Context: an optimization exercise on an open-source flow, tuned for small area and a short achievable clock period. The choices shown serve that exercise and are no tape-out recipe.
RTL that was checked went through simulation tests only; none was proved equivalent to the original.

// dfc_codec
module dfc_codec (
  input  wire         clk,
  input  wire         rst,
  input  wire         wr_valid,
  input  wire [511:0] wr_data,
  input  wire [1:0]   wr_dir,
  input  wire         wr_poison,
  output wire         wr_out_valid,
  output wire [127:0] wr_cb,
  input  wire         rd_valid,
  input  wire [639:0] rd_word,
  input  wire         rd_mark_valid,
  input  wire [3:0]   rd_mark_dev,
  output wire         rd_out_valid,
  output wire [511:0] rd_data,
  output wire [1:0]   rd_dir,
  output wire         rd_poison,
  output wire [1:0]   rd_status,
  output wire [3:0]   rd_dev
);
==> flow/config.mk <==
export PLATFORM = sky130hd
export DESIGN_NAME = dfc_codec
export DESIGN_NICKNAME = dfc_codec
export VERILOG_FILES = /design/flow/design.v
export SDC_FILE = /design/flow/constraint.sdc
export NUM_CORES = 4
export LEC_CHECK = 0
export CAP_MARGIN = 20
export CORE_AREA = 5 5 415 415
export DIE_AREA = 0 0 420 420
export PLACE_DENSITY = 0.6
export SLEW_MARGIN = 20
export BUFFER_PORTS_ARGS = -buffer_cell sky130_fd_sc_hd__buf_1
export PLACE_PINS_ARGS = -min_distance 1 -min_distance_in_tracks
==> flow/constraint.sdc <==
create_clock -name core_clock -period 10.0 [get_ports {clk}]
set_input_delay 2.0000 -clock core_clock [delete_from_list [all_inputs] [get_ports {clk}]]
set_output_delay 2.0000 -clock core_clock [all_outputs]
set_load 0.01 [all_outputs]
standard.sh (not shown) runs the stock make flow with config.mk's settings and CLKGATE_MAP_FILE= SYNTH_SCRIPT=/design/flow/synth_recipe.tcl, a recipe that flattens the netlist after the stock synthesis.
==> flow/flow/run.sh <==
#!/bin/bash
# The standard layout, with two changes to how it is made:
#  - the port buffers that buffer_ports inserts are sky130_fd_sc_hd__buf_1
#    instead of the tool's default choice;
#  - the pins may sit one routing track apart (the default is two), so that
#    the 1815 ports fit on a smaller die.
set -euo pipefail
cat >> config.mk <<'EOC'
export BUFFER_PORTS_ARGS = -buffer_cell sky130_fd_sc_hd__buf_1
export PLACE_PINS_ARGS = -min_distance 1 -min_distance_in_tracks
EOC
bash standard.sh > standard.log 2>&1
The first run did not get past global routing (5_1_grt) with GRT-0116.
Edit:
Settings changed: CORE_AREA 5 5 415 415 to 5 5 495 495, DIE_AREA 0 0 420 420 to 0 0 500 500.
The changed run produced a clean layout.
Synthesized cell count does not change.
Area after synthesis stays the same.
Function was not checked in any run of this note: the RTL went through the layout flow alone.

========
indigo:
Starting RTL as in the previous note.
Design dfc_codec, start of the top module:
module dfc_codec (
  input  wire         clk,
  input  wire         rst,
  input  wire         wr_valid,
  input  wire [511:0] wr_data,
  input  wire [1:0]   wr_dir,
  input  wire         wr_poison,
  output wire         wr_out_valid,
  output wire [127:0] wr_cb,
  input  wire         rd_valid,
  input  wire [639:0] rd_word,
  input  wire         rd_mark_valid,
  input  wire [3:0]   rd_mark_dev,
  output wire         rd_out_valid,
  output wire [511:0] rd_data,
  output wire [1:0]   rd_dir,
  output wire         rd_poison,
  output wire [1:0]   rd_status,
  output wire [3:0]   rd_dev
);
export LEC_CHECK = 0
export CAP_MARGIN = 20
export CORE_AREA = 5 5 395 395
export DIE_AREA = 0 0 400 400
export PLACE_DENSITY = 0.5
export SLEW_MARGIN = 20
export BUFFER_PORTS_ARGS = -buffer_cell sky130_fd_sc_hd__buf_1
create_clock -name core_clock -period 10.0 [get_ports {clk}]
==> flow/flow/run.sh <==
#!/bin/bash
# The standard layout, with the port buffers that buffer_ports inserts made
# sky130_fd_sc_hd__buf_1 instead of the tool's default choice.
set -euo pipefail
echo 'export BUFFER_PORTS_ARGS = -buffer_cell sky130_fd_sc_hd__buf_1' >> config.mk
bash standard.sh > standard.log 2>&1
indigo did not make it past 3_2_place_iop, where a tool error ended it.
[inputs] fjord vs indigo
- a change of PLACE_DENSITY from 0.5 to 0.6
- a change of CORE_AREA from 5 5 395 395 to 5 5 635 635
- a change of DIE_AREA from 0 0 400 400 to 0 0 640 640
==> flow/flow/run.sh <==
#!/bin/bash
# The standard layout, with two changes to how it is made:
#  - the port buffers that buffer_ports inserts are sky130_fd_sc_hd__buf_1
#    instead of the tool's default choice;


set -euo pipefail
cat >> config.mk <<'EOC'
export BUFFER_PORTS_ARGS = -buffer_cell sky130_fd_sc_hd__buf_1
EOC
bash standard.sh > standard.log 2>&1
[summary]
As far as share of synthesized registers carrying an async set or reset goes, fjord and indigo are indistinguishable; the numbers are identical. Summary of fjord over indigo: count of standard-cell rows increased by 88 relative to the old numbers, y dimension of the die increased by 240 um relative to the old numbers, floorplan die width increased by 240 um relative to the old numbers, post-synthesis compound-gate area fraction closely matched the old numbers. Having completed the whole flow, fjord delivered a layout that passed the timing, DRC and antenna checks.
What cedar does differently from fjord at the input level:
- SETUP_SLACK_MARGIN newly set to 5
### Flow results
- fjord -> cedar: vertical die dimension delta 0, exact match
- cedar has more setup slack than fjord.
- cedar against fjord: worst hold slack decreased 0.071 ns.
No run of this note included a check of the RTL's function; only the layout flow was run.

========
Setup of 11-07:
dfc_codec, a different RTL version from the one above (not shown whole).
Size in the first run: ~5,900 cells after synthesis, ~720 flip-flops, about 1,800 I/O pins.
==> flow/config.mk <==
export PLATFORM = sky130hd
export DESIGN_NAME = dfc_codec
export DESIGN_NICKNAME = dfc_codec
export VERILOG_FILES = /design/flow/design.v
export SDC_FILE = /design/flow/constraint.sdc
export NUM_CORES = 4
export LEC_CHECK = 0
export CAP_MARGIN = 20
export CORE_AREA = 5 5 635 635
export DIE_AREA = 0 0 640 640
export PLACE_DENSITY = 0.6
export SETUP_SLACK_MARGIN = 5
export SLEW_MARGIN = 20
export BUFFER_PORTS_ARGS = -buffer_cell sky130_fd_sc_hd__buf_1
==> flow/constraint.sdc <==
create_clock -name core_clock -period 10.0 [get_ports {clk}]
set_input_delay 2.0000 -clock core_clock [delete_from_list [all_inputs] [get_ports {clk}]]
set_output_delay 2.0000 -clock core_clock [all_outputs]
set_load 0.01 [all_outputs]
==> flow/flow/run.sh <==
#!/bin/bash
# The standard layout, with two changes to how it is made:
#  - the port buffers that buffer_ports inserts are sky130_fd_sc_hd__buf_1
#    instead of the tool's default choice;


set -euo pipefail
cat >> config.mk <<'EOC'
export BUFFER_PORTS_ARGS = -buffer_cell sky130_fd_sc_hd__buf_1
EOC
bash standard.sh > standard.log 2>&1
Edits applied to the flow inputs when going from 11-07 to 04-08:
Settings: a deleted SETUP_SLACK_MARGIN that had been 5.
Findings:
Every stage of the flow completed for 04-08, and the final layout passed the timing, DRC and antenna checks.
04-08 against 11-07: logic depth of the worst setup path including buffers lost 2, worst setup slack before clock tree synthesis shows a reduction of 0.23 ns, fraction of area in non-clock buffers went down.

========
== v54 ==
dfc_codec, a different RTL version from the one above (not shown whole).
Size in the first run: roughly 6800 cells after synthesis, ~650 flip-flops, roughly 55000 um^2 of cells after synthesis.
## dfc_codec
module dfc_codec (
  input  wire         clk,
  input  wire         rst,
  input  wire         wr_valid,
  input  wire [511:0] wr_data,
  input  wire [1:0]   wr_dir,
  input  wire         wr_poison,
  output wire         wr_out_valid,
  output wire [127:0] wr_cb,
  input  wire         rd_valid,
  input  wire [639:0] rd_word,
  input  wire         rd_mark_valid,
  input  wire [3:0]   rd_mark_dev,
  output wire         rd_out_valid,
  output wire [511:0] rd_data,
  output wire [1:0]   rd_dir,
  output wire         rd_poison,
  output wire [1:0]   rd_status,
  output wire [3:0]   rd_dev
);
clock: 10.0 ns
lec_check: 0
cap_margin: 20
core_area: 5 5 635 635
die_area: 0 0 640 640
place_density: 0.6
setup_slack_margin: 5
slew_margin: 20
buffer_ports_args: -buffer_cell sky130_fd_sc_hd__buf_1
==> flow/flow/run.sh <==
#!/bin/bash
# The standard layout (standard.sh), with these changes to how it is made:
#  - synthesis is the standard flow's synthesis script with ABC run on flow/abc.script, a
#    delay-targeted mapping, instead of ORFS's abc_speed script; every other
#    synthesis step (and so every register) is as in the standard synthesis;
#  - the port buffers that buffer_ports inserts are sky130_fd_sc_hd__buf_1
#    instead of the tool's default choice;
set -euo pipefail
W=$PWD
cat >> config.mk <<'EOC'
export BUFFER_PORTS_ARGS = -buffer_cell sky130_fd_sc_hd__buf_1
EOC
export FLOW_FLOW_ABC_SCRIPT=$W/flow/abc.script
{ head -n 1 synth_recipe.tcl; cat flow/abc_proc.tcl; tail -n +2 synth_recipe.tcl; } > own_synth.tcl
M=$(cat flow/setup_margin)
sed -e "s#SYNTH_SCRIPT=[^ ]*#SYNTH_SCRIPT=$W/own_synth.tcl#" -e "s#SETUP_SLACK_MARGIN=[^ ]*#SETUP_SLACK_MARGIN=$M#" standard.sh > own_standard.sh
grep -q "SETUP_SLACK_MARGIN=$M " own_standard.sh
grep -q "SYNTH_SCRIPT=$W/own_synth.tcl" own_standard.sh
bash own_standard.sh > standard.log 2>&1
==> flow/flow/abc.script <==
strash
dch
map -D 2500
topo
buffer -c
stime -c
upsize -c
dnsize -c
==> flow/flow/abc_proc.tcl <==
# Run ABC with this flow's own script (flow/abc.script) in place of ORFS's.
# It maps only the combinational logic; the registers are left as they are.
proc abc {args} {
  set i [lsearch -exact $args -script]
  if {$i >= 0} { lset args [expr {$i + 1}] $::env(FLOW_FLOW_ABC_SCRIPT) }
  yosys abc {*}$args
}
==> flow/flow/setup_margin <==
5
v54: flow completed, timing, DRC and antenna clean
Input-level comparison between v51 and v54:
==> flow/flow/setup_margin <==
4.5
==> summary.txt <==
The higher post-CTS setup buffer count came out of v54. Compared v51 vs v54, and relative max-transition margin is down in v51. Summary of v51 over v54: flip-flop and latch count barely changed, global-route congestion overflow total barely changed.
diff inputs: v51 => v20
==> flow/flow/abc.script <==
strash
dch
map -D 3000
topo
buffer -c
stime -c
upsize -c
dnsize -c
==> flow/flow/setup_margin <==
5
--- outcome ---
Looking at last element of the critical path, the u_dec.xn_q[193]$_DFF_P_ result is from v51; the u_dec.out_dir[1]$_DFF_P_ one comes from v20.
Final cell count (higher): v20
v20 ended up with a higher final worst-path setup slack than v51 did.
Fraction of final layout cells with drive strength greater than 1 (lower): v51
Input-level comparison between v59 and v20:
==> flow/flow/abc.script <==
strash
dch
map -D 2500
topo
buffer -c
stime -c
upsize -c
dnsize -c
--- a/flow/config.mk
+++ b/flow/config.mk
@@ -13,2 +13,3 @@
 export SLEW_MARGIN = 20
+export TNS_END_PERCENT = 0
 export BUFFER_PORTS_ARGS = -buffer_cell sky130_fd_sc_hd__buf_1
--- outcome ---
The final layout from v59, which completed every stage, passed the timing, DRC and antenna checks at the end of the flow.
v20 completed end to end with timing, DRC and antenna clean.
v59 vs. v20: worst setup slack went up 0.024 ns; peak clock frequency supported by timing went up 0.45%; data required time of the critical path went down 0.03 ns.
v20 reports its master of the slowest instance on the critical path as a2111oi_4 while v59 reports xnor2_2.
A worst setup path startpoint of rd_word[200] is what v59 shows, while rd_word[613] belongs to v20.
Going from v20 to v59, summed instance area of the synthesized netlist grew by a few percent.
Taking v20 as the reference point, the number of multi-input combinational cells in the layout of v59 rises by about 3.3%.
#### Input delta (v43 over v59)
--- a/flow/config.mk
+++ b/flow/config.mk
@@ -10,6 +10,5 @@
 export DIE_AREA = 0 0 640 640
-export PLACE_DENSITY = 0.6
+export PLACE_DENSITY = 0.75
 export SETUP_SLACK_MARGIN = 5
 export SLEW_MARGIN = 20
-export TNS_END_PERCENT = 0
 export BUFFER_PORTS_ARGS = -buffer_cell sky130_fd_sc_hd__buf_1
--- outcome ---
v43 ended with every stage complete and zero timing, DRC or antenna violations. For v43, the startpoint of the worst setup timing path was rd_word[434], unlike v59, where it was rd_word[200]. From v59 to v43 the numbers moved as follows: final design instance area without fill went up about 6.4%.
No run of this note included a check of the RTL's function; only the layout flow was run.

==> afterwards: timing with drivers on the ports <==
In the flow no input, the clock included, has a driving cell. The finished layouts below were timed again as built, in two steps.
Step 1 sets driving cells, clkbuf_16 on the clock port and buf_2 on the other inputs (assumed; they add their load-dependent delay and slew).
Step 2 adds t to the input delays and takes it off the output delays; t is the mean of the earliest and latest rising clock arrival at the registers after step 1. Input paths then give back, and output paths get back, about the clock's delay inside the block.
Slacks: ideal ports / drivers / drivers and shift; pairs: ideal ports / drivers.
run | shift t [ns] | setup WS [ns] | worst setup path after step 2 | latest minus earliest clock arrival (ns) | slew at the worst register clock pin (ns)
the second run of note 1 | 0.825 | 2.794 / 2.714 / 3.539 | register to output | 0.047 / 0.046 | 0.06 / 0.06
fjord | 0.903 | 2.828 / 2.738 / 3.490 | input to register | 0.074 / 0.073 | 0.09 / 0.09
cedar | 0.932 | 4.120 / 4.028 / 4.030 | input to register | 0.111 / 0.112 | 0.08 / 0.08
11-07 | 0.978 | 4.130 / 4.065 / 3.087 | input to register | 0.091 / 0.091 | 0.07 / 0.07
04-08 | 0.968 | 2.071 / 2.156 / 1.188 | input to register | 0.117 / 0.117 | 0.07 / 0.07
v54 | 0.967 | 4.863 / 4.808 / 3.842 | input to register | 0.064 / 0.065 | 0.08 / 0.08
v51 | 0.931 | 4.389 / 4.315 / 3.383 | input to register | 0.102 / 0.103 | 0.07 / 0.07
v20 | 0.930 | 4.625 / 4.467 / 3.536 | input to register | 0.072 / 0.071 | 0.08 / 0.08
v59 | 0.948 | 4.649 / 4.677 / 3.729 | input to register | 0.090 / 0.090 | 0.08 / 0.08
v43 | 0.913 | 4.836 / 4.708 / 3.795 | input to register | 0.105 / 0.105 | 0.08 / 0.08
After both steps every run listed still meets setup and hold. The setup slack of v20, which loses most, moves by -0.158 ns with the drivers and by -1.089 ns with both steps.
